This is an optimization exercise on Yosys and OpenROAD, whose aim is small area, not a production implementation.
Where RTL was checked, it was by simulation tests only, not by an equivalence proof against the original.
No functional check of the RTL was part of run 5.
Power is estimated from default activity; no workload was simulated.

**flow/design.v**
```verilog
module twist_deframer (
    input  wire        clk,
    input  wire        rst,           
    input  wire [3:0]  lane,          
    input  wire [1:0]  sym,           
    output reg         locked,
    output wire        pol_inv,
    output reg         oh_valid,
    output reg  [63:0] oh_word,
    output wire        oh_crc_ok,
    output reg         pl_valid,
    output reg  [39:0] pl_word,
    output reg         stuff_rm,
    output reg         rx_ovf
);
    localparam [30:0] FAW       = 31'h7125_B696;
    localparam [43:0] SEED_LOW  = 44'h5A5_A5A5_A5A5;
    wire        bit_in = sym[1];
    reg  [29:0] win;
    wire [30:0] diff   = {win, bit_in} ^ FAW;
    function [4:0] popcount31;
        input [30:0] v;
        integer n;
        reg [4:0] c;
        begin
            c = 5'd0;
            for (n = 0; n < 31; n = n + 1)
                c = c + {4'd0, v[n]};
            popcount31 = c;
        end
    endfunction
    wire [4:0] ndiff     = popcount31(diff);
    wire       faw_match = (ndiff <= 5'd3);
    wire       faw_inv   = (ndiff >= 5'd28);
    reg        verif;         
    reg        cand_pol;      
    reg [1:0]  cnt2;          
    reg [3:0]  ncrc_bad;      
    reg [13:0] fpos;          
    reg [1:0]  run_level;
    reg [5:0]  run_len;       
    reg        pay;           
    reg        first;         
    reg [5:0]  cnt;           
    reg [9:0]  widx;          
    reg [4:0]  prev_fn;
    reg [2:0]  prev_ofs;
    reg [1:0]  prev_just;
    reg        prev_ovf;
    assign pol_inv = locked & cand_pol;
    wire [13:0] pos     = fpos + 14'd1;
    wire        at_30   = (fpos == 14'd29);
    wire        at_last = (fpos == 14'd16382);
    wire        in_body = (fpos >= 14'd30) && (fpos < 14'd16382);
    wire lock_match = cand_pol ? faw_inv : faw_match;
    wire content_left = ~&(widx | ~10'd814);
    wire body_l       = locked && in_body && content_left;
    wire is_stuff     = body_l && (run_len == 6'd47);
    wire is_content   = body_l && (run_len != 6'd47);
    wire is_oh        = is_content && !pay;
    wire is_oh_last   = is_oh && (cnt == 6'd63);
    wire is_payload   = is_content && pay;
    wire is_guard     = locked && at_last;
    wire        oh_bit   = bit_in ^ cand_pol;
    wire [7:0]  crc      = pl_word[7:0];
    wire        crc_fb   = crc[7] ^ oh_bit;
    wire [7:0]  crc_next = {crc[6:0], 1'b0} ^ (crc_fb ? 8'h07 : 8'h00);
    wire        crc_good = (crc_next == 8'h00);
    assign oh_crc_ok = oh_valid & (crc == 8'h00);
    wire [4:0]  rx_fn    = oh_word[38:34];
    wire [2:0]  rx_ofs   = oh_word[33:31];
    wire [1:0]  rx_just  = (oh_word[26:25] == 2'd3) ? 2'd1 : oh_word[26:25];
    wire [4:0]  pr_fn    = (prev_fn == 5'd23) ? 5'd0 : prev_fn + 5'd1;
    wire [2:0]  pr_ofs   = prev_ofs + {2'd0, prev_ovf};
    wire [4:0]  use_fn   = crc_good ? rx_fn : pr_fn;
    wire [2:0]  use_ofs  = crc_good ? rx_ofs : pr_ofs;
    wire [1:0]  use_just = crc_good ? rx_just : prev_just;
    wire [1:0]  pbits_raw = {sym[1] ^ cand_pol, sym[1] ^ sym[0]};
    wire [57:0] seed = {2'b10, prev_ofs, prev_fn, pl_word[11:8], SEED_LOW};
    wire [57:0] scr  = first ? seed : oh_word[57:0];
    wire        sb1  = scr[57] ^ scr[38];
    wire        sb2  = scr[56] ^ scr[37];
    wire [1:0]  dbits = pbits_raw ^ {sb1, sb2};
    wire        word_end = (cnt == 6'd19);
    wire        deliver  = (widx < 10'd812) ||
                           (widx == 10'd812 && !prev_just[1]) ||
                           (widx == 10'd813 && prev_just == 2'd0);
    always @(posedge clk) begin
        if (rst) begin
            win       <= 30'd0;
            locked    <= 1'b0;
            verif     <= 1'b0;
            cand_pol  <= 1'b0;
            cnt2      <= 2'd0;
            ncrc_bad  <= 4'd0;
            fpos      <= 14'd0;
            run_level <= 2'd0;
            run_len   <= 6'd0;
            pay       <= 1'b0;
            first     <= 1'b0;
            cnt       <= 6'd0;
            widx      <= 10'd0;
            prev_fn   <= 5'd0;
            prev_ofs  <= 3'd0;
            prev_just <= 2'd0;
            prev_ovf  <= 1'b0;
            oh_valid  <= 1'b0;
            pl_valid  <= 1'b0;
            stuff_rm  <= 1'b0;
            rx_ovf    <= 1'b0;
        end else begin
            win      <= {win[28:0], bit_in};
            fpos     <= pos;
            oh_valid <= 1'b0;
            pl_valid <= 1'b0;
            stuff_rm <= is_stuff;
            rx_ovf   <= 1'b0;
            if (sym == run_level) begin
                if (run_len != 6'd63)
                    run_len <= run_len + 6'd1;
            end else begin
                run_level <= sym;
                run_len   <= 6'd1;
            end
            if (!locked && !verif) begin
                if (faw_match || faw_inv) begin
                    verif    <= 1'b1;
                    cand_pol <= faw_inv;
                    cnt2     <= 2'd1;
                    fpos     <= 14'd30;
                end
            end else if (verif) begin
                if (at_30) begin
                    if (lock_match) begin
                        if (cnt2 == 2'd2) begin
                            verif    <= 1'b0;
                            locked   <= 1'b1;
                            cnt2     <= 2'd0;
                            ncrc_bad <= 4'd0;
                        end else begin
                            cnt2 <= cnt2 + 2'd1;
                        end
                    end else begin
                        verif <= 1'b0;
                    end
                end
            end else begin  
                if (at_30) begin
                    if (lock_match)
                        cnt2 <= 2'd0;
                    else if (cnt2 == 2'd3)
                        locked <= 1'b0;
                    else
                        cnt2 <= cnt2 + 2'd1;
                end
            end
            if ((locked || verif) && at_30) begin
                pay          <= 1'b0;
                first        <= 1'b0;
                cnt          <= 6'd0;
                widx         <= 10'd0;
                pl_word[7:0] <= 8'h00;
            end
            if (is_oh) begin
                oh_word      <= {oh_word[62:0], oh_bit};
                pl_word[7:0] <= crc_next;
                cnt          <= cnt + 6'd1;
            end
            if (is_oh_last) begin
                oh_valid      <= 1'b1;
                pay           <= 1'b1;
                first         <= 1'b1;
                pl_word[11:8] <= lane;
                prev_fn       <= use_fn;
                prev_ofs      <= use_ofs;
                prev_just     <= use_just;
                if (crc_good) begin
                    ncrc_bad <= 4'd0;
                end else if (ncrc_bad == 4'd15) begin
                    locked <= 1'b0;
                end else begin
                    ncrc_bad <= ncrc_bad + 4'd1;
                end
            end
            if (is_payload) begin
                first         <= 1'b0;
                oh_word[57:0] <= {scr[55:0], sb1, sb2};
                pl_word       <= {pl_word[37:0], dbits};
                if (word_end) begin
                    cnt      <= 6'd0;
                    widx     <= widx + 10'd1;
                    pl_valid <= deliver;
                end else begin
                    cnt <= cnt + 6'd1;
                end
            end
            if (is_guard) begin
                prev_ovf <= content_left;
                rx_ovf   <= content_left;
            end
        end
    end
endmodule
```
**flow/run.sh**
```bash
#!/bin/bash
# synth_recipe.tcl (not shown) runs the flow's synth.tcl, then flattens the netlist and writes it again
# the make line also repeats each setting of config.mk as NAME=value (left out here)
make -C /OpenROAD-flow-scripts/flow DESIGN_CONFIG=/design/flow/config.mk WORK_HOME=/design/flow/orfs CLKGATE_MAP_FILE= SYNTH_SCRIPT=/design/flow/synth_recipe.tcl finish
```
**flow/config.mk**
```make
export PLATFORM = sky130hd
export DESIGN_NAME = twist_deframer
export DESIGN_NICKNAME = twist_deframer
export VERILOG_FILES = /design/flow/design.v
export SDC_FILE = /design/flow/constraint.sdc
export NUM_CORES = 4
export LEC_CHECK = 0
export CAP_MARGIN = 20
export CORE_MARGIN = 2
export CORE_UTILIZATION = 40
export SLEW_MARGIN = 20
```
**flow/constraint.sdc**
```tcl
create_clock -name core_clock -period 8.0 [get_ports {clk}]
set_input_delay 1.6000 -clock core_clock [delete_from_list [all_inputs] [get_ports {clk}]]
set_output_delay 1.6000 -clock core_clock [all_outputs]
set_load 0.01 [all_outputs]
```
==> results of run 1 <==
==> cell usage in the layout, fill, tap and decap left out, types with 28 or more instances in the layout <==
cell type,Yosys,final
nand2_1,90,89
o21ai_0,87,87
nor2_1,115,113
a21oi_1,46,46
clkdlybuf4s50_1,0,117
edfxtp_1,104,104
dfxtp_1,94,93
nand2b_1,28,28
inv_1,58,58
==> registers in the layout (all words and copies together), names as in the netlist, 3 cells and up <==
name / count
oh_word: 64
pl_word: 40
win: 30
fpos: 14
widx: 10
cnt: 6
run_len: 6
prev_fn: 5
ncrc_bad: 4
prev_ofs: 3
==> worst paths after layout <==
| path | start | endpoint | slack, ns | cells past startpoint |
|---|---|---|---|---|
| setup reg to reg | win[10]$_SDFF_PP0_ | fpos[13]$_SDFF_PP0_ | 2.07 | 17 |
| setup / recovery | sym[1] | fpos[13]$_SDFF_PP0_ | 0.73 | 18 |
| hold reg to reg | oh_word[60]$_DFFE_PP_ | oh_word[61]$_DFFE_PP_ | 0.45 | 0 |
| hold / removal | oh_word[60]$_DFFE_PP_ | oh_word[61]$_DFFE_PP_ | 0.45 | 0 |
==> power by group <==
group,internal (mW),leakage [nW],switching (mW)
combinational,0.0904,2.16,0.121
clock,0.439,0.276,0.409
sequential,1.08,1.70,0.0384
total,1.61,4.13,0.569
==> per-layer routing <==
| metal | track usage (%) | vias to the layer above | part of all wire (%) |
|---|---|---|---|
| met1 | 23.8 | 3169 | 49 |
| met4 | 4.67 | 0 | 1.5 |
| met2 | 26.0 | 121 | 46 |
| met3 | 4.10 | 19 | 4.0 |
| met5 | 0 | - | 0 |
| li1 | - | 3372 | - |
==> area by class of cell <==
class / count / area, um2
Timing Repair Buffer: 127 / 1240
Fill cell: 2105 / 11400
Sequential cell: 198 / 5010
Clock inverter: 14 / 140
Inverter: 58 / 218
Multi-Input combinational cell: 619 / 3970
Clock buffer: 17 / 425
Tap cell: 313 / 392
==> stage by stage <==
step | hold WS (ns) | area (um2)
3_5_place_dp | 0.433 | 10800
6_report | 0.449 | 11400
4_1_cts | 0.450 | 11400
2_1_floorplan | 0.427 | 9350
5_1_grt | 0.458 | 11400
3_3_place_gp | 0.430 | 10800
==> worst max-delay path, cell delays in order <==
cell and delay, ns:
clkdlybuf4s50_1 0.47, inv_1 0.09, fa_1 0.54, inv_1 0.05, fa_1 0.47, fa_1 0.51, inv_1 0.05, fa_1 0.47
fa_1 0.53, fa_1 0.43, fa_1 0.43, fa_1 0.40, nand2b_1 0.20, o22a_1 0.19, a211oi_1 0.34, o21ai_0 0.33
nand2b_1 0.38, nor2_1 0.09
==> synth_stat cells (2+ instances only) <==
cell type / number
nor2_1: 115
edfxtp_1: 104
dfxtp_1: 94
nand2_1: 90
o21ai_0: 87
inv_1: 58
a21oi_1: 46
clkbuf_1: 34
nand2b_1: 28
ha_1: 24
nand3_1: 24
fa_1: 23
mux2i_1: 21
nor3_1: 20
xor2_1: 14
and3_1: 11
xnor2_1: 11
nand3b_1: 10
a211oi_1: 7
and2_1: 7
nand4_1: 7
nor2b_1: 7
buf_1: 5
mux2_2: 5
or3_1: 5
a311oi_1: 4
buf_2: 4
nor3b_1: 4
a2111oi_0: 3
a31oi_1: 3
nor4_1: 3
nor4_2: 3
nor4b_1: 3
o31ai_1: 3
a21o_1: 2
a31o_2: 2
buf_6: 2
nand4b_1: 2
nor2_2: 2
or2_2: 2
==> cell families after synthesis <==
| logic type | count (synthesis) | synth area share, % |
|---|---|---|
| flip-flops | 198 | 53.5 |
| AND/OR/NAND/NOR | 351 | 18.4 |
| XOR/XNOR | 26 | 2.58 |
| buffers and inverters | 103 | 4.35 |
| adder cells (fa/ha/maj) | 47 | 8.13 |
| multiplexers | 26 | 2.85 |
| AO/OA/AOI/OAI | 169 | 10.2 |
==> flow_metrics.env, run 1 <==
export IMPL_setup_ws_ns=0.728
export IMPL_path_clk_slew_ns=0.08
export IMPL_first_iter_violations=468
export IMPL_die_w_um=157
export IMPL_fp_dieH_um=157
export IMPL_fin_skew_ns=0.0150
export IMPL_status="complete, no violations"
export IMPL_wirelength_um=20000
export IMPL_vias_per_cell=4.96
export IMPL_gp_congestion=0.826
export IMPL_portBuffers=118
export IMPL_synth_top_cell_area_share_pct=33.4
export IMPL_cp_max_fo=10
export IMPL_place_ws_ns=0.291
export IMPL_synth_ff_type="edfxtp_1"
export IMPL_ys_seq_area_share_pct=53.5
export IMPL_worstSetupStartpointType="input pin"
export IMPL_ys_seq_elements=198
export IMPL_synth_cells=920
export IMPL_cts_tree="built"
export IMPL_cts_resized=0
export IMPL_fin_crit_sh_pct=90.9
export IMPL_avgSynthCellArea_um2=10.2
export IMPL_min_path_type="flop to flop"
export IMPL_path_class="input pin to flop"
export IMPL_track_usage_pct=16.9
export IMPL_cts_sinks=198
export IMPL_yosys_area_top_type="edfxtp_1"
export IMPL_fp_coreArea_um2=22800
export IMPL_synth_warnings=1
export IMPL_die_area_um2=24600
export IMPL_finalCoreUtilization_pct=50.0
export IMPL_worst_ep_required_time_ns=8.30
export IMPL_antenna_cells=0
export IMPL_maxCapViolCount=0
export IMPL_synth_nets=975
export IMPL_fin_nets=1076
export IMPL_postCtsSetupRepairBufs=0
export IMPL_slew_violations=0
export IMPL_ctsHtreeMaxLevel=4
export IMPL_grt_pass1_wl_um=33000
export IMPL_dp_hpwl_um=13500
export IMPL_finalHoldViolations=0
export IMPL_drtPass1Iterations=5
export IMPL_fin_crit_ns=7.27
export IMPL_holdBufCountCts=0
export IMPL_max_freq_mhz=138
export IMPL_dp_cells=1315
export IMPL_clk_path_buf_depth=2
export IMPL_cts_buffers=17
export IMPL_rsz0062_at_grt="no"
export IMPL_synth_edff_count=104
export IMPL_wl_per_cell_um=14.9
export IMPL_grt_pass1_vias=6365
export IMPL_async_flop_share_pct=0
export IMPL_grt_max_degree=122
export IMPL_area_growth_pct=21.9
export IMPL_post_route_drc_count=0
export IMPL_initial_core_util_pct=41.1
export IMPL_syn_area_um2=9350
export IMPL_crit_arrival_ns=7.58
export IMPL_antenna_left=0
export IMPL_root_buffer="clkbuf_16"
export IMPL_layout_drive_gt1_share_pct=6.00
export IMPL_power_total_mw=2.18
export IMPL_tns_ns=0
export IMPL_insertion_delay_ns=0.44
export IMPL_cp_end_kind="flop"
export IMPL_cellPowerDensity_nw_per_um2=191
export IMPL_final_cells=1346
export IMPL_max_slew_margin_pct=42.7
export IMPL_p_leak_nw=4.13
export IMPL_setup_viol=0
export IMPL_pin_count=119
export IMPL_grt_overflow=0
export IMPL_num_vias=6681
export IMPL_antenna_found_initial=0
export IMPL_worst_pin_slew_ns=0.858
export IMPL_peakVddDrop_uv=109
export IMPL_rows=55
export IMPL_ys_top_cells_by_area="edfxtp_1 33%, dfxtp_1 20%, fa_1 4.9%, o21ai_0 4.7%, nor2_1 4.6%"
export IMPL_synth_distinct_cells=61
==> inputs of run 2 (changes only) <==
--- a/flow/config.mk
+++ b/flow/config.mk
@@ -6,4 +6,5 @@
 export NUM_CORES = 4
 export LEC_CHECK = 0
+export ABC_AREA = 1
 export CAP_MARGIN = 20
 export CORE_MARGIN = 2
==> run 2 against run 1 <==
Net effect: combinational power down about 10%; area after synthesis up 0.83%; critical endpoint is now ncrc_bad[2]$_SDFF_PP0_; clock-buffer cell count did not move; final area rose by 0.35%; synthesized cell count is 10% higher; clock power rose by 5.2%; cell count grew 7.9%; highest routed layer unchanged.
==> flow_metrics.env, run 2 <==
export IMPL_status="complete, no violations"
export IMPL_peakVddDrop_uv=149
export IMPL_grt_pass1_vias=6896
export IMPL_insertion_delay_ns=0.44
export IMPL_met2_usage_pct=29.2
export IMPL_worst_ep_required_time_ns=8.28
export IMPL_portBuffers=118
export IMPL_wirelength_um=21300
export IMPL_grt_busiest_layer="met2"
export IMPL_fin_nets=1175
export IMPL_setup_ws_ns=0.877
export IMPL_layout_common_cells="176 x nand2_1, 147 x inv_1, 117 x clkdlybuf4s50_1"
export IMPL_path_class="input pin to flop"
export IMPL_placed_area_um2=10800
export IMPL_grt_overflow=0
export IMPL_power_total_mw=2.19
export IMPL_slew_violations=0
export IMPL_yosys_top_cells_count="176 x nand2_1, 147 x inv_1, 107 x nor2_1"
export IMPL_antenna_cells=0
export IMPL_critical_path_depth=24
export IMPL_synthAdderAreaFrac_pct=8.07
export IMPL_place_ws_ns=0.411
export IMPL_synth_ff_type="edfxtp_1"
export IMPL_antenna_found_initial=0
export IMPL_avgSynthCellArea_um2=9.28
export IMPL_max_slew_margin_pct=37.0
export IMPL_p_leak_nw=4.45
export IMPL_crit_arrival_ns=7.41
export IMPL_cts_resized=0
export IMPL_synth_distinct_cells=47
export IMPL_seq_area_um2=5010
export IMPL_muxShareOfSynthArea_pct=0
export IMPL_initial_core_util_pct=40.4
export IMPL_synth_cells=1016
export IMPL_fp_dieH_um=158
export IMPL_switching_power_mw=0.568
export IMPL_worstSetupStartpointType="input pin"
export IMPL_min_path_cells=0
export IMPL_multi_input_comb_area_um2=3670
export IMPL_cp_max_fo=6
export IMPL_netSwitchingFraction_pct=25.9
export IMPL_dp_hpwl_um=14700
export IMPL_ys_seq_area_share_pct=53.1
export IMPL_cellPowerDensity_nw_per_um2=192
export IMPL_fin_crit_ns=7.12
export IMPL_cts_sinks=198
export IMPL_postCtsSetupRepairBufs=0
export IMPL_antenna_left=0
export IMPL_yosys_area_top_type="edfxtp_1"
export IMPL_track_usage_pct=18.0
export IMPL_drtPass1Iterations=5
export IMPL_rows=56
export IMPL_ys_seq_elements=198
export IMPL_holdBufCountCts=0
export IMPL_synth_compound_area_share_pct=11.1
export IMPL_ys_top_cells_by_area="edfxtp_1 33%, dfxtp_1 20%, nand2_1 7.0%, inv_1 5.9%, fa_1 4.9%"
export IMPL_finalCoreUtilization_pct=49.0
export IMPL_grt_pass1_wl_um=35100
export IMPL_vias_per_cell=4.87
export IMPL_fin_skew_ns=0.0161
export IMPL_clk_path_buf_depth=2
export IMPL_area_growth_pct=21.3
export IMPL_largest_reg_flops=64
export IMPL_num_vias=7066
export IMPL_root_buffer="clkbuf_16"
export IMPL_dp_cells=1420
export IMPL_layout_drive_gt1_share_pct=5.21
export IMPL_synth_warnings=1
export IMPL_p_int_mw=1.62
export IMPL_synth_most_common_cell="nand2_1"
export IMPL_path_buf_inv=5
export IMPL_async_flop_share_pct=0
export IMPL_finalHoldViolations=0
export IMPL_layout_commonest_cell="nand2_1"
export IMPL_first_iter_violations=418
export IMPL_min_path_type="flop to flop"
export IMPL_synth_nets=1071
export IMPL_whs_ns=0.449
export IMPL_worst_pin_slew_ns=0.946
export IMPL_grt_max_degree=68
export IMPL_clock_power_share_pct=40.7
export IMPL_setup_viol=0
export IMPL_cp_slowest_stage_delay_ns=0.62
export IMPL_comb_power_share_pct=8.7
export IMPL_max_freq_mhz=140
export IMPL_synth_top_family_by_area="simple AND/OR/NAND/NOR gates"
export IMPL_grt_util_met3_pct=4.85
export IMPL_maxCapViolCount=0
export IMPL_wl_per_cell_um=14.6
export IMPL_cts_buffers=17
export IMPL_gp_congestion=0.851
export IMPL_cpLargestDelayFamily="adder cells"
export IMPL_post_route_drc_count=0
export IMPL_die_area_um2=24800
export IMPL_path_clk_slew_ns=0.07
export IMPL_synthSimpleGateAreaFrac_pct=17.4
export IMPL_largest_registers="oh_word (64), pl_word (40), win (30)"
export IMPL_synth_xor_area_share_pct=2.23
export IMPL_cp_cell_sequence="clkdlybuf4s50_1 > inv_1 > fa_1 > inv_1 > fa_1 > fa_1 > inv_1 > fa_1 > fa_1 > fa_1 > fa_1 > fa_1 > inv_1 > nand2_1 > nand2_1 > nand3_1 > nand2_1 > nand4_1 > nand2_1 > nand2_1 > nand2_1 > nand2_1 > nand2_1 > a21oi_1"
export IMPL_fin_crit_sh_pct=89.0
export IMPL_cts_tree="built"
export IMPL_syn_area_um2=9430
export IMPL_ctsHtreeMaxLevel=4
export IMPL_pwr_share_seq_pct=50.6
export IMPL_slowest_stage="clkdlybuf4s50_1"
export IMPL_final_cells=1452
export IMPL_rsz0062_at_grt="no"
export IMPL_pin_count=119
export IMPL_fillCellCount=2231
export IMPL_synth_edff_count=104
export IMPL_design_area_um2=11400
export IMPL_tns_ns=0
export IMPL_die_w_um=158
export IMPL_registers_top_by_ff_count="oh_word"
export IMPL_met1_usage_pct=23.7
export IMPL_reg2reg_depth=23
export IMPL_fp_coreArea_um2=23300
export IMPL_synth_top_cell_area_share_pct=33.1
export IMPL_cp_end_kind="flop"
[run 2: changes by cell type after synthesis, moves of 8 or more]
cell	change
a21oi_1	-11
o21ai_1	+16
mux2i_1	-21
nand3b_1	-8
nor2_1	-8
o31ai_1	+14
o22ai_1	+9
clkbuf_1	-14
o21ai_0	-10
nand2b_1	-28
inv_1	+89
nand3_1	+28
and3_1	-10
nand2_1	+86
[run 2: power groups by stage]
stage / sequential, mW / clock (mW) / combinational, mW
floorplan: 1.12 / 0 / 0.155
global placement: 1.13 / 0 / 0.188
detailed placement: 1.13 / 0 / 0.189
CTS: 1.11 / 0.912 / 0.191
global route: 1.11 / 0.948 / 0.222
finish: 1.11 / 0.891 / 0.190
[run 2: logic make-up after synthesis]
group	after synthesis
compound gates	182
xor+xnor	24
fa+ha+maj	47
buf+inv	185
flops	198
simple gates	380
[run 2: layout make-up]
type | count | share of cell area [%]
clock buffers | 17 | 3.72
multi-input cells | 633 | 32.0
clock inverters | 15 | 1.54
repair buffers | 123 | 10.6
flip-flops and latches | 198 | 43.8
inverters | 147 | 4.82
well taps | 319 | 3.49
[run 2: routing by layer]
layer / routed length [um] / vias up
li1: - / 3560
met1: 9940 / 3322
met2: 9800 / 160
met3: 1230 / 24
met4: 303 / 0
met5: 0 / -
[run 2: path summary, 6_finish.rpt]
check,slack (ns),to,startpoint
max,0.88,ncrc_bad[2]$_SDFF_PP0_,sym[1]
min reg2reg,0.45,pl_word[17]$_DFFE_PP_,pl_word[15]$_DFFE_PP_
max reg2reg,2.44,ncrc_bad[2]$_SDFF_PP0_,win[10]$_SDFF_PP0_
min,0.45,pl_word[17]$_DFFE_PP_,pl_word[15]$_DFFE_PP_
==> inputs of run 3 (changes only) <==
--- a/flow/config.mk
+++ b/flow/config.mk
@@ -6,7 +6,8 @@
 export NUM_CORES = 4
 export LEC_CHECK = 0
-export ABC_AREA = 1
 export CAP_MARGIN = 20
 export CORE_MARGIN = 2
 export CORE_UTILIZATION = 40
+export CTS_CLUSTER_DIAMETER = 100
+export CTS_CLUSTER_SIZE = 30
 export SLEW_MARGIN = 20
==> run 3 against run 2 <==
Net effect: critical path depth shrank 6; combinational power grew 12%; utilization is 1.0 points higher; non-clock buffer count up 4; final area down 0.35%; clock-buffer cell count unchanged; largest power group unchanged; setup slack got worse by 0.15 ns; global-route usage down 1.1 points; sequential share of layout area rose by 0.15 points; wire length down 5.8%; largest cell class unchanged; die area down 0.80%; still clean; cell count down 7.3%; critical endpoint is now fpos[13]$_SDFF_PP0_.
==> flow_metrics.env, run 3 <==
export IMPL_status="complete, no violations"
export IMPL_num_vias=6681
export IMPL_synth_cells=920
export IMPL_synth_ff_type="edfxtp_1"
export IMPL_yosys_top_cells_count="115 x nor2_1, 104 x edfxtp_1, 94 x dfxtp_1"
export IMPL_fillCellCount=2105
export IMPL_fp_dieH_um=157
export IMPL_synth_distinct_cells=61
export IMPL_drtPass1Iterations=5
export IMPL_fin_nets=1076
export IMPL_synth_nets=975
export IMPL_gp_congestion=0.826
export IMPL_worstSetupStartpointType="input pin"
export IMPL_largest_registers="oh_word (64), pl_word (40), win (30)"
export IMPL_placed_area_um2=10800
export IMPL_synth_edff_count=104
export IMPL_wirelength_um=20000
export IMPL_min_from="oh_word[60]$_DFFE_PP_"
export IMPL_clock_power_share_pct=38.9
export IMPL_ys_seq_elements=198
export IMPL_rrSetupSlack_ns=2.07
export IMPL_worst_ep_required_time_ns=8.30
export IMPL_post_route_drc_count=0
export IMPL_cts_buffers=17
export IMPL_holdBufCountCts=0
export IMPL_cp_max_fo=10
export IMPL_ctsHtreeMaxLevel=4
export IMPL_fin_crit_ns=7.27
export IMPL_postCtsSetupRepairBufs=0
export IMPL_reg2reg_depth=17
export IMPL_finalCoreUtilization_pct=50.0
export IMPL_tns_ns=0
export IMPL_synth_most_common_cell="nor2_1"
export IMPL_p_int_mw=1.61
export IMPL_dp_hpwl_um=13500
export IMPL_largest_reg_flops=64
export IMPL_slew_violations=0
export IMPL_path_class="input pin to flop"
export IMPL_clk_path_buf_depth=2
export IMPL_maxCapViolCount=0
export IMPL_pin_count=119
export IMPL_syn_area_um2=9350
export IMPL_track_usage_pct=16.9
export IMPL_max_slew_margin_pct=42.7
export IMPL_fp_coreArea_um2=22800
export IMPL_min_path_cells=0
export IMPL_layout_common_cells="117 x clkdlybuf4s50_1, 113 x nor2_1, 104 x edfxtp_1"
export IMPL_netSwitchingFraction_pct=26.1
export IMPL_grt_max_degree=122
export IMPL_cellPowerDensity_nw_per_um2=191
export IMPL_portBuffers=118
export IMPL_rsz0062_at_grt="no"
export IMPL_vias_per_cell=4.96
export IMPL_die_w_um=157
export IMPL_grt_overflow=0
export IMPL_async_flop_share_pct=0
export IMPL_die_area_um2=24600
export IMPL_yosys_area_top_type="edfxtp_1"
export IMPL_cp_end_kind="flop"
export IMPL_cp_common_cell="fa_1"
export IMPL_cts_sinks=198
export IMPL_rows=55
export IMPL_fin_skew_ns=0.0150
export IMPL_initial_core_util_pct=41.1
export IMPL_synth_warnings=1
export IMPL_area_growth_pct=21.9
export IMPL_whs_ns=0.449
export IMPL_root_buffer="clkbuf_16"
export IMPL_max_freq_mhz=138
export IMPL_ys_seq_area_share_pct=53.5
export IMPL_layout_drive_gt1_share_pct=6.00
export IMPL_setup_viol=0
export IMPL_synth_top_cell_area_share_pct=33.4
export IMPL_path_clk_slew_ns=0.08
export IMPL_cts_tree="built"
export IMPL_final_cells=1346
export IMPL_grt_pass1_wl_um=33000
export IMPL_finalHoldViolations=0
export IMPL_first_iter_violations=468
export IMPL_min_path_type="flop to flop"
export IMPL_cp_cell_sequence="clkdlybuf4s50_1 > inv_1 > fa_1 > inv_1 > fa_1 > fa_1 > inv_1 > fa_1 > fa_1 > fa_1 > fa_1 > fa_1 > nand2b_1 > o22a_1 > a211oi_1 > o21ai_0 > nand2b_1 > nor2_1"
export IMPL_avgSynthCellArea_um2=10.2
export IMPL_cp_slowest_stage_delay_ns=0.54
export IMPL_rr_endpoint="fpos[13]$_SDFF_PP0_"
export IMPL_pwr_share_seq_pct=51.4
export IMPL_insertion_delay_ns=0.44
export IMPL_hold_path_end="oh_word[61]$_DFFE_PP_"
export IMPL_dp_cells=1315
export IMPL_design_area_um2=11400
export IMPL_cts_resized=0
export IMPL_antenna_left=0
export IMPL_registers_top_by_ff_count="oh_word"
export IMPL_ys_top_cells_by_area="edfxtp_1 33%, dfxtp_1 20%, fa_1 4.9%, o21ai_0 4.7%, nor2_1 4.6%"
export IMPL_worst_pin_slew_ns=0.858
export IMPL_switching_power_mw=0.569
export IMPL_antenna_found_initial=0
export IMPL_p_leak_nw=4.13
export IMPL_wl_per_cell_um=14.9
export IMPL_comb_power_share_pct=9.7
export IMPL_crit_arrival_ns=7.58
export IMPL_fin_crit_sh_pct=90.9
export IMPL_rr_startpoint="win[10]$_SDFF_PP0_"
export IMPL_grt_pass1_vias=6365
export IMPL_peakVddDrop_uv=109
export IMPL_layout_commonest_cell="clkdlybuf4s50_1"
export IMPL_antenna_cells=0
export IMPL_slowest_stage="fa_1"
run 3: power groups by stage:
| stage | Clock (mW) | Combinational, mW | Sequential, mW |
|---|---|---|---|
| final | 0.847 | 0.212 | 1.12 |
| after detailed placement | 0 | 0.212 | 1.14 |
| after global routing | 0.909 | 0.245 | 1.13 |
| after floorplan | 0 | 0.177 | 1.12 |
| after CTS | 0.873 | 0.214 | 1.12 |
| after global placement | 0 | 0.207 | 1.14 |
run 3: worst max path at each step:
stage | start | to | slack (ns) | depth (start not counted)
final | sym[1] | fpos[13]$_SDFF_PP0_ | 0.73 | 18
after global routing | sym[1] | fpos[13]$_SDFF_PP0_ | 0.37 | 18
after CTS | sym[1] | fpos[12]$_SDFF_PP0_ | 0.73 | 18
after detailed placement | sym[1] | fpos[12]$_SDFF_PP0_ | 0.29 | 18
after global placement | sym[1] | fpos[9]$_SDFF_PP0_ | 0.34 | 18
after floorplan | sym[1] | ncrc_bad[0]$_SDFF_PP0_ | 0.73 | 19
run 3: cells by family after synthesis:
kind of cell	share of synthesized area [%]
compound gates	10.2
xor+xnor	2.58
fa+ha+maj	8.13
buf+inv	4.35
flops	53.5
mux	2.85
simple gates	18.4
run 3: final cells by class:
type	count	area, um2	share of cell area (%)
clock inverters	14	140	1.23
repair buffers	127	1240	10.9
inverters	58	218	1.91
well taps	313	392	3.44
multi-input cells	619	3970	34.9
flip-flops and latches	198	5010	43.9
clock buffers	17	425	3.73
run 3: per-stage QoR:
stage	power [mW]	setup slack (ns)
4_1_cts	2.21	0.731
6_report	2.18	0.728
3_3_place_gp	1.35	0.341
5_1_grt	2.28	0.370
3_5_place_dp	1.35	0.291
2_1_floorplan	1.30	0.735
run 3: critical path: cells and delay by family:
family | cells | cell delay (ns)
fa+ha+maj | 8 | 3.78
compound gates | 3 | 0.86
simple gates | 3 | 0.67
buf+inv | 4 | 0.66
run 3: per-layer routing:
layer	track usage (%)	wire, um
met5	0	0
met4	4.67	296
met3	4.10	803
met2	26.0	9140
met1	23.8	9800
==> inputs of run 4 (changes only) <==
--- a/flow/config.mk
+++ b/flow/config.mk
@@ -9,5 +9,6 @@
 export CORE_MARGIN = 2
 export CORE_UTILIZATION = 40
+export CTS_BUF_LIST = sky130_fd_sc_hd__clkbuf_8
 export CTS_CLUSTER_DIAMETER = 100
-export CTS_CLUSTER_SIZE = 30
+export CTS_CLUSTER_SIZE = 20
 export SLEW_MARGIN = 20
==> run 4 against run 3 <==
Net effect: still clean on timing, DRC and antenna; clock skew grew 0.0063 ns; hold slack gained 0.0025 ns; die area is the same; final area shrank 1.7%; sequential power is essentially flat; utilization shrank 0.84 points.
==> flow_metrics.env, run 4 <==
export IMPL_status="complete, no violations"
export IMPL_num_vias=6709
export IMPL_fin_skew_ns=0.0213
export IMPL_pin_count=119
export IMPL_path_buf_inv=4
export IMPL_synth_ff_type="edfxtp_1"
export IMPL_grt_pass1_wl_um=32900
export IMPL_fp_dieH_um=157
export IMPL_synth_top_cell_area_share_pct=33.4
export IMPL_die_w_um=157
export IMPL_clk_path_buf_depth=2
export IMPL_tns_ns=0
export IMPL_grt_busiest_layer="met2"
export IMPL_worstSetupStartpointType="input pin"
export IMPL_cellPowerDensity_nw_per_um2=176
export IMPL_root_buffer="clkbuf_8"
export IMPL_area_growth_pct=19.8
export IMPL_setup_viol=0
export IMPL_vias_per_cell=4.98
export IMPL_synth_most_common_cell="nor2_1"
export IMPL_postCtsSetupRepairBufs=0
export IMPL_max_slew_margin_pct=42.6
export IMPL_initial_core_util_pct=41.1
export IMPL_placed_area_um2=10800
export IMPL_cts_buffers=17
export IMPL_layout_drive_gt1_share_pct=6.00
export IMPL_path_class="input pin to flop"
export IMPL_antenna_cells=0
export IMPL_seq_area_um2=5010
export IMPL_layout_commonest_cell="clkdlybuf4s50_1"
export IMPL_post_route_drc_count=0
export IMPL_gp_congestion=0.826
export IMPL_rows=55
export IMPL_path_clk_slew_ns=0.11
export IMPL_largest_reg_flops=64
export IMPL_cp_max_fo=10
export IMPL_first_iter_violations=428
export IMPL_synth_cells=920
export IMPL_slowest_stage="fa_1"
export IMPL_peakVddDrop_uv=91.9
export IMPL_wirelength_um=20000
export IMPL_cp_end_kind="flop"
export IMPL_grt_util_met3_pct=4.16
export IMPL_async_flop_share_pct=0
export IMPL_yosys_top_cells_count="115 x nor2_1, 104 x edfxtp_1, 94 x dfxtp_1"
export IMPL_slew_violations=0
export IMPL_holdBufCountCts=0
export IMPL_crit_arrival_ns=7.57
export IMPL_maxCapViolCount=0
export IMPL_fin_nets=1076
export IMPL_insertion_delay_ns=0.47
export IMPL_cp_common_cell="fa_1"
export IMPL_cts_sinks=198
export IMPL_ys_seq_area_share_pct=53.5
export IMPL_cp_cell_sequence="clkdlybuf4s50_1 > inv_1 > fa_1 > inv_1 > fa_1 > fa_1 > inv_1 > fa_1 > fa_1 > fa_1 > fa_1 > fa_1 > nand2b_1 > o22a_1 > a211oi_1 > o21ai_0 > nand2b_1 > nor2_1"
export IMPL_grt_overflow=0
export IMPL_avgSynthCellArea_um2=10.2
export IMPL_ys_top_cells_by_area="edfxtp_1 33%, dfxtp_1 20%, fa_1 4.9%, o21ai_0 4.7%, nor2_1 4.6%"
export IMPL_worst_ep_required_time_ns=8.34
export IMPL_cp_slowest_stage_delay_ns=0.54
export IMPL_cts_resized=0
export IMPL_ys_seq_elements=198
export IMPL_max_freq_mhz=138
export IMPL_fin_crit_ns=7.23
export IMPL_cts_tree="built"
export IMPL_antenna_found_initial=0
export IMPL_synth_nets=975
export IMPL_cpLargestDelayFamily="adder cells"
export IMPL_layout_common_cells="117 x clkdlybuf4s50_1, 113 x nor2_1, 104 x edfxtp_1"
export IMPL_grt_max_degree=122
export IMPL_finalHoldViolations=0
export IMPL_synth_edff_count=104
export IMPL_rsz0062_at_grt="no"
export IMPL_fin_crit_sh_pct=90.3
export IMPL_track_usage_pct=16.9
export IMPL_worst_pin_slew_ns=0.860
export IMPL_largest_registers="oh_word (64), pl_word (40), win (30)"
export IMPL_registers_top_by_ff_count="oh_word"
export IMPL_yosys_area_top_type="edfxtp_1"
export IMPL_synth_warnings=1
export IMPL_antenna_left=0
export IMPL_grt_pass1_vias=6366
export IMPL_design_area_um2=11200
export IMPL_dp_hpwl_um=13500
export IMPL_portBuffers=118
export IMPL_die_area_um2=24600
export IMPL_met2_usage_pct=26.1
export IMPL_fillCellCount=2124
export IMPL_multi_input_comb_area_um2=3970
export IMPL_synth_distinct_cells=61
export IMPL_met1_usage_pct=23.5
export IMPL_rrSetupSlack_ns=2.07
export IMPL_fp_coreArea_um2=22800
export IMPL_drtPass1Iterations=5
export IMPL_ctsHtreeMaxLevel=4
export IMPL_min_path_type="flop to flop"
export IMPL_p_leak_nw=4.04
export IMPL_syn_area_um2=9350
export IMPL_wl_per_cell_um=14.9
==> run 4: changes by cell type in the layout (fill, tap and decap cells not counted) <==
cell       previous run  this run
clkbuf_8              0        17
clkbuf_16            17         0
==> run 4: kinds of logic after synthesis <==
family / after synthesis / synth area share (%)
and+or+nand+nor: 351 / 18.4
DFF: 198 / 53.5
AOI/OAI and AO/OA: 169 / 10.2
buffers and inverters: 103 / 4.35
adders and majority gates: 47 / 8.13
xor gates and xnor gates: 26 / 2.58
muxes: 26 / 2.85
==> run 4: final cells by class <==
| cell class | instances | area share (%) |
|---|---|---|
| Sequential cell | 198 | 44.7 |
| Multi-Input combinational cell | 619 | 35.5 |
| Timing Repair Buffer | 127 | 11.1 |
| Tap cell | 313 | 3.49 |
| Clock buffer | 17 | 2.09 |
| Inverter | 58 | 1.94 |
| Clock inverter | 14 | 1.25 |
==> run 4: path summary, 6_finish.rpt <==
kind | depth (start not counted) | from | endpoint
max | 18 | sym[1] | fpos[13]$_SDFF_PP0_
min | 0 | oh_word[60]$_DFFE_PP_ | oh_word[61]$_DFFE_PP_
max reg2reg | 17 | win[10]$_SDFF_PP0_ | fpos[13]$_SDFF_PP0_
min reg2reg | 0 | oh_word[60]$_DFFE_PP_ | oh_word[61]$_DFFE_PP_
==> run 4: per-stage QoR <==
step / instances / hold WS, ns / total power, mW / utilization (%) / setup slack, ns
global placement: 1315 / 0.430 / 1.35 / 47.5 / 0.341
floorplan: 920 / 0.427 / 1.30 / - / 0.735
detailed placement: 1315 / 0.433 / 1.35 / 47.5 / 0.291
finish: 1346 / 0.452 / 1.97 / 49.2 / 0.772
CTS: 1346 / 0.454 / 2.00 / 49.1 / 0.781
global route: 1346 / 0.466 / 2.07 / 49.2 / 0.425
==> run 4: layer usage <==
metal  vias to the layer above  part of all wire (%)  routed length (um)
li1                       3368                     -                   -
met1                      3212                    49                9720
met3                        16                   4.1                 824
met5                         -                     0                   0
met2                       113                    46                9210
met4                         0                   1.4                 284
==> run 4: worst register-to-register path, stage by stage, from the launching register on <==
cell      delay, ns
dfxtp_1        0.33
inv_1          0.06
fa_1           0.54
inv_1          0.07
fa_1           0.46
fa_1           0.51
inv_1          0.05
fa_1           0.47
fa_1           0.53
fa_1           0.43
fa_1           0.43
fa_1           0.40
nand2b_1       0.21
o22a_1         0.19
a211oi_1       0.33
o21ai_0        0.33
nand2b_1       0.38
nor2_1         0.09
==> run 4: power by group <==
part	switching, mW	internal (mW)	total [mW]
Clock	0.383	0.255	0.638
Sequential	0.0384	1.08	1.12
Combinational	0.121	0.0903	0.212
Total	0.542	1.43	1.97
==> inputs of run 5 (changes only) <==
--- a/flow/design.v
+++ b/flow/design.v
@@ -8,7 +8,7 @@
     output reg         oh_valid,
     output reg  [63:0] oh_word,
-    output wire        oh_crc_ok,
+    output reg         oh_crc_ok,
     output reg         pl_valid,
-    output reg  [39:0] pl_word,
+    output wire [39:0] pl_word,
     output reg         stuff_rm,
     output reg         rx_ovf
@@ -44,4 +44,5 @@
     reg [5:0]  cnt;           
     reg [9:0]  widx;          
+    reg [7:0]  crc;
     reg [4:0]  prev_fn;
     reg [2:0]  prev_ofs;
@@ -49,4 +50,5 @@
     reg        prev_ovf;
     assign pol_inv = locked & cand_pol;
+    assign pl_word = oh_word[39:0];
     wire [13:0] pos     = fpos + 14'd1;
     wire        at_30   = (fpos == 14'd29);
@@ -63,9 +65,8 @@
     wire is_guard     = locked && at_last;
     wire        oh_bit   = bit_in ^ cand_pol;
-    wire [7:0]  crc      = pl_word[7:0];
     wire        crc_fb   = crc[7] ^ oh_bit;
     wire [7:0]  crc_next = {crc[6:0], 1'b0} ^ (crc_fb ? 8'h07 : 8'h00);
     wire        crc_good = (crc_next == 8'h00);
-    assign oh_crc_ok = oh_valid & (crc == 8'h00);
+    wire        crc_drop = !crc_good && (ncrc_bad == 4'd15);
     wire [4:0]  rx_fn    = oh_word[38:34];
     wire [2:0]  rx_ofs   = oh_word[33:31];
@@ -77,8 +78,9 @@
     wire [1:0]  use_just = crc_good ? rx_just : prev_just;
     wire [1:0]  pbits_raw = {sym[1] ^ cand_pol, sym[1] ^ sym[0]};
-    wire [57:0] seed = {2'b10, prev_ofs, prev_fn, pl_word[11:8], SEED_LOW};
-    wire [57:0] scr  = first ? seed : oh_word[57:0];
+    wire [57:0] seed = {2'b10, prev_ofs, prev_fn, crc[7:4], SEED_LOW};
+    wire [57:0] scr  = first ? seed : {oh_word[63:40], win, crc[3:0]};
     wire        sb1  = scr[57] ^ scr[38];
     wire        sb2  = scr[56] ^ scr[37];
+    wire [57:0] scr2 = {scr[55:0], sb1, sb2};
     wire [1:0]  dbits = pbits_raw ^ {sb1, sb2};
     wire        word_end = (cnt == 6'd19);
@@ -87,18 +89,13 @@
                            (widx == 10'd813 && prev_just == 2'd0);
     always @(posedge clk) begin
+        if (!pay)
+            win <= {win[28:0], bit_in};
         if (rst) begin
             win       <= 30'd0;
             locked    <= 1'b0;
             verif     <= 1'b0;
-            cand_pol  <= 1'b0;
-            cnt2      <= 2'd0;
-            ncrc_bad  <= 4'd0;
-            fpos      <= 14'd0;
             run_level <= 2'd0;
             run_len   <= 6'd0;
             pay       <= 1'b0;
-            first     <= 1'b0;
-            cnt       <= 6'd0;
-            widx      <= 10'd0;
             prev_fn   <= 5'd0;
             prev_ofs  <= 3'd0;
@@ -106,9 +103,9 @@
             prev_ovf  <= 1'b0;
             oh_valid  <= 1'b0;
+            oh_crc_ok <= 1'b0;
             pl_valid  <= 1'b0;
             stuff_rm  <= 1'b0;
             rx_ovf    <= 1'b0;
         end else begin
-            win      <= {win[28:0], bit_in};
             fpos     <= pos;
             oh_valid <= 1'b0;
@@ -155,36 +152,35 @@
                 end
             end
-            if ((locked || verif) && at_30) begin
-                pay          <= 1'b0;
-                first        <= 1'b0;
-                cnt          <= 6'd0;
-                widx         <= 10'd0;
-                pl_word[7:0] <= 8'h00;
+            if (at_30) begin
+                cnt  <= 6'd0;
+                widx <= 10'd0;
+                crc  <= 8'h00;
             end
             if (is_oh) begin
-                oh_word      <= {oh_word[62:0], oh_bit};
-                pl_word[7:0] <= crc_next;
-                cnt          <= cnt + 6'd1;
+                oh_word <= {oh_word[62:0], oh_bit};
+                crc     <= crc_next;
+                cnt     <= cnt + 6'd1;
             end
             if (is_oh_last) begin
-                oh_valid      <= 1'b1;
-                pay           <= 1'b1;
-                first         <= 1'b1;
-                pl_word[11:8] <= lane;
-                prev_fn       <= use_fn;
-                prev_ofs      <= use_ofs;
-                prev_just     <= use_just;
-                if (crc_good) begin
+                oh_valid  <= 1'b1;
+                oh_crc_ok <= crc_good;
+                pay       <= !crc_drop;
+                first     <= 1'b1;
+                crc[7:4]  <= lane;
+                prev_fn   <= use_fn;
+                prev_ofs  <= use_ofs;
+                prev_just <= use_just;
+                if (crc_good)
                     ncrc_bad <= 4'd0;
-                end else if (ncrc_bad == 4'd15) begin
+                else if (crc_drop)
                     locked <= 1'b0;
-                end else begin
+                else
                     ncrc_bad <= ncrc_bad + 4'd1;
-                end
             end
             if (is_payload) begin
-                first         <= 1'b0;
-                oh_word[57:0] <= {scr[55:0], sb1, sb2};
-                pl_word       <= {pl_word[37:0], dbits};
+                first   <= 1'b0;
+                oh_word <= {scr2[57:34], oh_word[37:0], dbits};
+                win     <= scr2[33:4];
+                crc[3:0] <= scr2[3:0];
                 if (word_end) begin
                     cnt      <= 6'd0;
@@ -196,4 +192,5 @@
             end
             if (is_guard) begin
+                pay      <= 1'b0;
                 prev_ovf <= content_left;
                 rx_ovf   <= content_left;
--- a/flow/config.mk
+++ b/flow/config.mk
@@ -9,6 +9,3 @@
 export CORE_MARGIN = 2
 export CORE_UTILIZATION = 40
-export CTS_BUF_LIST = sky130_fd_sc_hd__clkbuf_8
-export CTS_CLUSTER_DIAMETER = 100
-export CTS_CLUSTER_SIZE = 20
 export SLEW_MARGIN = 20
==> run 5 against run 4 <==
Net effect: still clean; cell count is 1.6% higher; non-clock buffer count is 3 higher; sequential power is 9% lower; flip-flop and latch count is 31 lower; utilization is 0.68 points lower; critical endpoint is now cnt2[1]$_SDFFCE_PP0P_; largest power group unchanged.
==> flow_metrics.env, run 5 <==
export IMPL_status="complete, no violations"
export IMPL_holdBufCountCts=0
export IMPL_clk_path_buf_depth=2
export IMPL_worst_ep_required_time_ns=8.12
export IMPL_grt_overflow=0
export IMPL_largest_reg_flops=64
export IMPL_grt_pass1_wl_um=36400
export IMPL_fillCellCount=2132
export IMPL_p_leak_nw=4.09
export IMPL_fin_crit_sh_pct=91.0
export IMPL_worstSetupStartpointType="input pin"
export IMPL_syn_area_um2=9320
export IMPL_finalHoldViolations=0
export IMPL_met1_usage_pct=26.8
export IMPL_synth_top_cell_area_share_pct=35.4
export IMPL_seq_area_um2=4440
export IMPL_registers_top_by_ff_count="oh_word"
export IMPL_initial_core_util_pct=40.9
export IMPL_cts_resized=0
export IMPL_setup_viol=0
export IMPL_power_total_mw=2.04
export IMPL_wirelength_um=22300
export IMPL_rows=55
export IMPL_cts_sinks=167
export IMPL_die_area_um2=24500
export IMPL_cts_tree="built"
export IMPL_avgSynthCellArea_um2=9.53
export IMPL_cp_max_fo=3
export IMPL_fin_nets=1097
export IMPL_gp_congestion=0.829
export IMPL_synth_ff_type="edfxtp_1"
export IMPL_path_class="input pin to flop"
export IMPL_whs_ns=0.460
export IMPL_cts_buffers=17
export IMPL_max_slew_margin_pct=29.5
export IMPL_grt_pass1_vias=6701
export IMPL_min_path_type="flop to flop"
export IMPL_rrSetupSlack_ns=1.91
export IMPL_synth_edff_count=110
export IMPL_antenna_cells=0
export IMPL_fin_crit_ns=7.28
export IMPL_synth_warnings=1
export IMPL_vias_per_cell=5.21
export IMPL_first_iter_violations=555
export IMPL_layout_commonest_cell="nand2_1"
export IMPL_grt_busiest_layer="met2"
export IMPL_ys_seq_area_share_pct=47.7
export IMPL_slew_violations=0
export IMPL_insertion_delay_ns=0.43
export IMPL_grt_max_degree=81
export IMPL_synth_most_common_cell="nand2_1"
export IMPL_peakVddDrop_uv=125
export IMPL_area_growth_pct=18.6
export IMPL_placed_area_um2=10500
export IMPL_track_usage_pct=18.9
export IMPL_dp_cells=1336
export IMPL_tns_ns=0
export IMPL_postCtsSetupRepairBufs=0
export IMPL_place_ws_ns=0.285
export IMPL_synth_cells=978
export IMPL_synth_nets=1033
export IMPL_root_buffer="clkbuf_16"
export IMPL_yosys_top_cells_count="213 x nand2_1, 110 x edfxtp_1, 78 x nor2_1"
export IMPL_worst_pin_slew_ns=1.05
export IMPL_wl_per_cell_um=16.3
export IMPL_setup_ws_ns=0.723
export IMPL_finalCoreUtilization_pct=48.5
export IMPL_design_area_um2=11100
export IMPL_ys_top_cells_by_area="edfxtp_1 35%, dfxtp_1 12%, nand2_1 8.6%, fa_1 4.9%, buf_4 3.4%"
export IMPL_pin_count=119
export IMPL_dp_hpwl_um=15100
export IMPL_path_clk_slew_ns=0.07
export IMPL_post_route_drc_count=0
export IMPL_async_flop_share_pct=0
export IMPL_layout_common_cells="213 x nand2_1, 117 x clkdlybuf4s50_1, 110 x edfxtp_1"
export IMPL_max_freq_mhz=137
export IMPL_grt_util_met3_pct=3.52
export IMPL_drtPass1Iterations=5
export IMPL_layout_drive_gt1_share_pct=5.97
export IMPL_maxCapViolCount=0
export IMPL_fp_coreArea_um2=22800
export IMPL_die_w_um=157
export IMPL_crit_arrival_ns=7.40
export IMPL_ctsHtreeMaxLevel=4
export IMPL_met2_usage_pct=29.7
export IMPL_final_cells=1368
export IMPL_rsz0062_at_grt="no"
export IMPL_largest_registers="oh_word (64), win (30), fpos (14)"
export IMPL_fp_dieH_um=157
export IMPL_synth_distinct_cells=64
export IMPL_num_vias=7122
export IMPL_antenna_found_initial=0
export IMPL_portBuffers=118
export IMPL_multi_input_comb_area_um2=4140
export IMPL_yosys_area_top_type="edfxtp_1"
export IMPL_cp_end_kind="flop"
export IMPL_fin_skew_ns=0.0114
export IMPL_antenna_left=0
export IMPL_cellPowerDensity_nw_per_um2=185
export IMPL_ys_seq_elements=167
[run 5: cell count changes after synthesis, sizes merged, moves of 6 or more]
cell / previous run / this run
nor2: 117 / 79
o21ai: 87 / 40
edfxtp: 104 / 110
inv: 58 / 66
nand2: 90 / 213
buf: 11 / 62
o31ai: 3 / 11
dfxtp: 94 / 57
nand2b: 28 / 9
clkbuf: 34 / 23
o32ai: 1 / 15
a221oi: 0 / 9
a21oi: 46 / 32
nor3: 20 / 28
[run 5: critical path, cell delays in order]
cell             delay [ns]
clkdlybuf4s50_1        0.48
inv_1                  0.08
fa_1                   0.53
inv_1                  0.05
fa_1                   0.47
fa_1                   0.52
inv_1                  0.05
fa_1                   0.47
fa_1                   0.53
fa_1                   0.42
fa_1                   0.42
fa_1                   0.40
nand2b_1               0.19
a21oi_1                0.20
xnor2_1                0.12
or3b_1                 0.38
a31o_2                 0.26
a21oi_1                0.21
[run 5: final timing paths]
check	startpoint	end	depth (start not counted)
setup / recovery	sym[1]	cnt2[1]$_SDFFCE_PP0P_	18
hold / removal	prev_just[0]$_SDFFE_PP0P_	prev_just[0]$_SDFFE_PP0P_	2
setup reg to reg	win[10]$_SDFFE_PP0P_	cnt2[1]$_SDFFCE_PP0P_	17
hold reg to reg	prev_just[0]$_SDFFE_PP0P_	prev_just[0]$_SDFFE_PP0P_	2
[run 5: cell families after synthesis]
group / after synthesis / synth area share, %
XOR/XNOR: 30 / 2.97
AND/OR/NAND/NOR: 412 / 19.9
AO/OA/AOI/OAI: 149 / 10.9
adder cells (fa/ha/maj): 47 / 8.16
multiplexers: 22 / 2.39
buffers and inverters: 151 / 8.03
flip-flops: 167 / 47.7
[run 5: cell type report]
class / instances / share of cell area (%)
tap: 313 / 3.54
inverter: 66 / 2.24
clock buffer: 18 / 3.88
multi-input combinational: 660 / 37.5
sequential: 167 / 40.2
timing repair buffer: 130 / 11.5
clock inverter: 14 / 1.21
[run 5: metal layers]
layer / vias up / wire, um / part of all wire, %
li1: 3484 / - / -
met1: 3463 / 10700 / 48
met2: 151 / 10500 / 47
met3: 24 / 804 / 3.6
met4: 0 / 335 / 1.5
met5: - / 0 / 0
[run 5: report_power, final]
part / switching (mW) / total [mW] / internal, mW
logic: 0.124 / 0.226 / 0.102
registers: 0.0515 / 1.02 / 0.968
clock network: 0.383 / 0.795 / 0.413
==> inputs of run 6 (changes only) <==
--- a/flow/design.v
+++ b/flow/design.v
@@ -7,5 +7,5 @@
     output wire        pol_inv,
     output reg         oh_valid,
-    output reg  [63:0] oh_word,
+    output wire [63:0] oh_word,
     output reg         oh_crc_ok,
     output reg         pl_valid,
@@ -45,10 +45,22 @@
     reg [9:0]  widx;          
     reg [7:0]  crc;
+    reg [28:0] s_od;          
+    reg [19:0] p_ev;          
+    reg [14:0] p_od;          
     reg [4:0]  prev_fn;
     reg [2:0]  prev_ofs;
     reg [1:0]  prev_just;
     reg        prev_ovf;
+    wire [28:0] s_ev = win[28:0];           
+    wire [19:0] p_odf = {crc[4:0], p_od};   
     assign pol_inv = locked & cand_pol;
-    assign pl_word = oh_word[39:0];
+    assign oh_word = {s_od, p_ev, p_od};
+    genvar gi;
+    generate
+        for (gi = 0; gi < 20; gi = gi + 1) begin : g_pl
+            assign pl_word[2*gi]   = p_ev[gi];
+            assign pl_word[2*gi+1] = p_odf[gi];
+        end
+    endgenerate
     wire [13:0] pos     = fpos + 14'd1;
     wire        at_30   = (fpos == 14'd29);
@@ -69,7 +81,8 @@
     wire        crc_good = (crc_next == 8'h00);
     wire        crc_drop = !crc_good && (ncrc_bad == 4'd15);
-    wire [4:0]  rx_fn    = oh_word[38:34];
-    wire [2:0]  rx_ofs   = oh_word[33:31];
-    wire [1:0]  rx_just  = (oh_word[26:25] == 2'd3) ? 2'd1 : oh_word[26:25];
+    wire [63:0] oh_full  = {oh_word[62:0], oh_bit};
+    wire [4:0]  rx_fn    = oh_full[39:35];
+    wire [2:0]  rx_ofs   = oh_full[34:32];
+    wire [1:0]  rx_just  = (oh_full[27:26] == 2'd3) ? 2'd1 : oh_full[27:26];
     wire [4:0]  pr_fn    = (prev_fn == 5'd23) ? 5'd0 : prev_fn + 5'd1;
     wire [2:0]  pr_ofs   = prev_ofs + {2'd0, prev_ovf};
@@ -78,10 +91,18 @@
     wire [1:0]  use_just = crc_good ? rx_just : prev_just;
     wire [1:0]  pbits_raw = {sym[1] ^ cand_pol, sym[1] ^ sym[0]};
-    wire [57:0] seed = {2'b10, prev_ofs, prev_fn, crc[7:4], SEED_LOW};
-    wire [57:0] scr  = first ? seed : {oh_word[63:40], win, crc[3:0]};
-    wire        sb1  = scr[57] ^ scr[38];
-    wire        sb2  = scr[56] ^ scr[37];
-    wire [57:0] scr2 = {scr[55:0], sb1, sb2};
+    wire [57:0] seed  = {2'b10, prev_ofs, prev_fn, crc[3:0], SEED_LOW};
+    wire        sd1   = seed[57] ^ seed[38];
+    wire        sd2   = seed[56] ^ seed[37];
+    wire [57:0] seed2 = {seed[55:0], sd1, sd2};
+    wire        sb1   = first ? sd1 : s_od[28] ^ s_ev[19];
+    wire        sb2   = first ? sd2 : s_ev[28] ^ s_od[18];
     wire [1:0]  dbits = pbits_raw ^ {sb1, sb2};
+    wire [28:0] s_od_ld, s_ev_ld;
+    generate
+        for (gi = 0; gi < 29; gi = gi + 1) begin : g_sd
+            assign s_od_ld[gi] = seed2[2*gi+1];
+            assign s_ev_ld[gi] = seed2[2*gi];
+        end
+    endgenerate
     wire        word_end = (cnt == 6'd19);
     wire        deliver  = (widx < 10'd812) ||
@@ -158,7 +179,7 @@
             end
             if (is_oh) begin
-                oh_word <= {oh_word[62:0], oh_bit};
-                crc     <= crc_next;
-                cnt     <= cnt + 6'd1;
+                {s_od, p_ev, p_od} <= oh_full;
+                crc <= crc_next;
+                cnt <= cnt + 6'd1;
             end
             if (is_oh_last) begin
@@ -167,5 +188,5 @@
                 pay       <= !crc_drop;
                 first     <= 1'b1;
-                crc[7:4]  <= lane;
+                crc[3:0]  <= lane;
                 prev_fn   <= use_fn;
                 prev_ofs  <= use_ofs;
@@ -179,8 +200,10 @@
             end
             if (is_payload) begin
-                first   <= 1'b0;
-                oh_word <= {scr2[57:34], oh_word[37:0], dbits};
-                win     <= scr2[33:4];
-                crc[3:0] <= scr2[3:0];
+                first    <= 1'b0;
+                s_od     <= first ? s_od_ld : {s_od[27:0], sb1};
+                win      <= {win[28], first ? s_ev_ld : {s_ev[27:0], sb2}};
+                p_ev     <= {p_ev[18:0], dbits[0]};
+                p_od     <= {p_od[13:0], dbits[1]};
+                crc[4:0] <= {crc[3:0], p_od[14]};
                 if (word_end) begin
                     cnt      <= 6'd0;
==> run 6 against run 5 <==
Net effect: still clean; global-route usage is 1.8 points lower; non-clock buffer count is 3 lower; flip-flop and latch count stayed put; combinational power is 6% lower; die area is 9.9% lower; first-iteration DRC count is 16% lower; maximum frequency is 2.5% lower; largest power group unchanged.
==> flow_metrics.env, run 6 <==
export IMPL_status="complete, no violations"
export IMPL_cpLargestDelayFamily="adder cells"
export IMPL_slowest_stage="fa_1"
export IMPL_track_usage_pct=17.0
export IMPL_worst_pin_slew_ns=0.944
export IMPL_max_freq_mhz=134
export IMPL_cellPowerDensity_nw_per_um2=203
export IMPL_post_route_drc_count=0
export IMPL_portBuffers=118
export IMPL_fin_skew_ns=0.00914
export IMPL_synth_most_common_cell="edfxtp_1"
export IMPL_async_flop_share_pct=0
export IMPL_yosys_area_top_type="edfxtp_1"
export IMPL_dp_hpwl_um=12800
export IMPL_fin_crit_ns=7.46
export IMPL_rrSetupSlack_ns=1.70
export IMPL_cts_resized=0
export IMPL_synth_nets=839
export IMPL_cts_tree="built"
export IMPL_synth_edff_count=110
export IMPL_root_buffer="clkbuf_16"
export IMPL_gp_congestion=0.800
export IMPL_setup_viol=0
export IMPL_cp_max_fo=9
export IMPL_largest_registers="win (30), s_od (29), p_ev (20)"
export IMPL_avgSynthCellArea_um2=10.7
export IMPL_vias_per_cell=5.14
export IMPL_slew_violations=0
export IMPL_cts_sinks=167
export IMPL_finalHoldViolations=0
export IMPL_insertion_delay_ns=0.43
export IMPL_fp_dieH_um=149
export IMPL_synth_cells=784
export IMPL_holdBufCountCts=0
export IMPL_wirelength_um=18400
export IMPL_area_growth_pct=20.1
export IMPL_path_class="input pin to flop"
export IMPL_cts_buffers=17
export IMPL_num_vias=5850
export IMPL_layout_commonest_cell="clkdlybuf4s50_1"
export IMPL_syn_area_um2=8380
export IMPL_final_cells=1138
export IMPL_worstSetupStartpointType="input pin"
export IMPL_largest_reg_flops=30
export IMPL_ys_top_cells_by_area="edfxtp_1 39%, dfxtp_1 14%, fa_1 5.5%, buf_4 4.1%, ha_1 3.6%"
export IMPL_min_path_type="flop to flop"
export IMPL_die_w_um=149
export IMPL_clk_path_buf_depth=2
export IMPL_synth_ff_type="edfxtp_1"
export IMPL_drtPass1Iterations=5
export IMPL_peakVddDrop_uv=145
export IMPL_synth_top_cell_area_share_pct=39.4
export IMPL_grt_max_degree=45
export IMPL_fin_crit_sh_pct=93.3
export IMPL_antenna_left=0
export IMPL_cp_cell_sequence="clkdlybuf4s50_1 > inv_1 > fa_1 > inv_1 > fa_1 > fa_1 > inv_1 > fa_1 > fa_1 > fa_1 > fa_1 > fa_1 > nand2b_1 > a21oi_1 > xor2_1 > and3_1 > a21o_1 > o221ai_1 > a21oi_1"
export IMPL_grt_pass1_wl_um=29300
export IMPL_ys_seq_elements=167
export IMPL_max_slew_margin_pct=37.1
export IMPL_design_area_um2=10100
export IMPL_synth_distinct_cells=58
export IMPL_die_area_um2=22100
export IMPL_p_leak_nw=3.65
export IMPL_rows=52
export IMPL_ctsHtreeMaxLevel=4
export IMPL_grt_overflow=0
export IMPL_placed_area_um2=9480
export IMPL_cp_end_kind="flop"
export IMPL_path_buf_inv=4
export IMPL_cp_common_cell="fa_1"
export IMPL_fp_coreArea_um2=20400
export IMPL_worst_ep_required_time_ns=8.12
export IMPL_fin_nets=910
export IMPL_antenna_cells=0
export IMPL_pin_count=119
export IMPL_antenna_found_initial=0
export IMPL_layout_drive_gt1_share_pct=6.11
export IMPL_wl_per_cell_um=16.1
export IMPL_first_iter_violations=467
export IMPL_tns_ns=0
export IMPL_registers_top_by_ff_count="win"
export IMPL_ys_seq_area_share_pct=53.1
export IMPL_dp_cells=1106
export IMPL_maxCapViolCount=0
export IMPL_grt_pass1_vias=5440
export IMPL_synth_warnings=1
export IMPL_path_clk_slew_ns=0.07
export IMPL_layout_common_cells="117 x clkdlybuf4s50_1, 110 x edfxtp_1, 78 x nor2_1"
export IMPL_rsz0062_at_grt="no"
export IMPL_crit_arrival_ns=7.58
export IMPL_cp_slowest_stage_delay_ns=0.54
export IMPL_initial_core_util_pct=41.1
export IMPL_yosys_top_cells_count="110 x edfxtp_1, 79 x nor2_1, 73 x nand2_1"
export IMPL_postCtsSetupRepairBufs=0
-- run 6: layer usage --
| metal | track usage, % | up-vias | wire, um |
|---|---|---|---|
| met3 | 3.56 | 21 | 1000 |
| met2 | 26.0 | 164 | 8270 |
| met5 | 0 | - | 0 |
| met1 | 24.4 | 2848 | 8830 |
| met4 | 5.48 | 0 | 257 |
| li1 | - | 2817 | - |
-- run 6: worst reg2reg max path: stages, from the launching register on --
cell and delay [ns]:
dfxtp_1 0.46, inv_1 0.11, fa_1 0.51, inv_1 0.07
fa_1 0.46, fa_1 0.51, inv_1 0.05, fa_1 0.47
fa_1 0.55, fa_1 0.43, fa_1 0.42, fa_1 0.43
nand2b_1 0.16, a21oi_1 0.15, xor2_1 0.22, and3_1 0.24
a21o_1 0.32, o221ai_1 0.17, a21oi_1 0.26
-- run 6: worst paths after layout --
check | startpoint | to | cells past startpoint
worst max-delay path | sym[1] | cnt2[1]$_SDFFCE_PP0P_ | 19
worst min-delay path | win[3]$_SDFFE_PP0P_ | win[3]$_SDFFE_PP0P_ | 2
worst max register to register | win[19]$_SDFFE_PP0P_ | cnt2[1]$_SDFFCE_PP0P_ | 18
worst min register to register | win[3]$_SDFFE_PP0P_ | win[3]$_SDFFE_PP0P_ | 2
-- run 6: kinds of logic after synthesis --
kind of cell | after synthesis | share of synthesized area, %
adder cells (fa/ha/maj) | 47 | 9.08
AO/OA/AOI/OAI | 128 | 9.80
AND/OR/NAND/NOR | 271 | 15.5
flip-flops | 167 | 53.1
XOR/XNOR | 31 | 3.33
buffers and inverters | 133 | 8.38
multiplexers | 7 | 0.851
-- run 6: area by class of cell --
| cell class | count | area [um2] |
|---|---|---|
| fill | 1896 | 10300 |
| sequential | 167 | 4440 |
| multi-input combinational | 484 | 3240 |
| timing repair buffer | 127 | 1240 |
| clock buffer | 17 | 425 |
| tap | 270 | 338 |
| inverter | 58 | 218 |
| clock inverter | 15 | 154 |
-- run 6: where the power goes --
group | total, mW | internal (mW) | switching (mW)
combinational | 0.212 | 0.0895 | 0.122
clock | 0.807 | 0.417 | 0.390
sequential | 1.02 | 0.968 | 0.0527
total | 2.04 | 1.47 | 0.565
-- run 6: through the flow --
step | worst slack, ns | util [%] | power, mW | hold slack (ns)
3_3_place_gp | 0.207 | 46.6 | 1.25 | 0.444
4_1_cts | 0.533 | 49.4 | 2.06 | 0.473
6_report | 0.536 | 49.4 | 2.04 | 0.476
2_1_floorplan | 0.633 | - | 1.20 | 0.432
5_1_grt | 0.169 | 49.4 | 2.13 | 0.492
3_5_place_dp | 0.117 | 46.6 | 1.25 | 0.452

[what the ideal ports hide]
In the flow no input, the clock included, has a driving cell. The finished layouts below were timed again as built, in two steps.
Step 1: set_driving_cell puts a clkbuf_16 on clk and a buf_2 on each other input, an assumption about the parent block.
Step 2, shift: input delay + t, output delay - t, t = (earliest + latest rising clock arrival at the registers) / 2. This alone moves slack from input paths to output paths.
Slacks: ideal ports / drivers / drivers and shift; pairs: ideal ports / drivers.
run | t (ns) | slack for setup (ns) | worst setup path at the end | worst slew at a driven data input, ns | cell pins on the clock port's net
run 1 | 0.477 | 0.728 / 0.748 / 0.270 | input to register | 0.04 | 1
run 2 | 0.479 | 0.877 / 0.895 / 0.416 | input to register | 0.04 | 1
run 3 | 0.477 | 0.728 / 0.748 / 0.270 | input to register | 0.04 | 1
run 4 | 0.504 | 0.772 / 0.786 / 0.283 | input to register | 0.04 | 1
run 5 | 0.473 | 0.723 / 0.735 / 0.263 | input to register | 0.04 | 1
run 6 | 0.473 | 0.536 / 0.554 / 0.081 | input to register | 0.07 | 1
After both steps setup and hold are still met in every run listed. For run 4, which loses most, drivers alone change the setup slack by +0.014 ns; drivers and shift together by -0.489 ns.
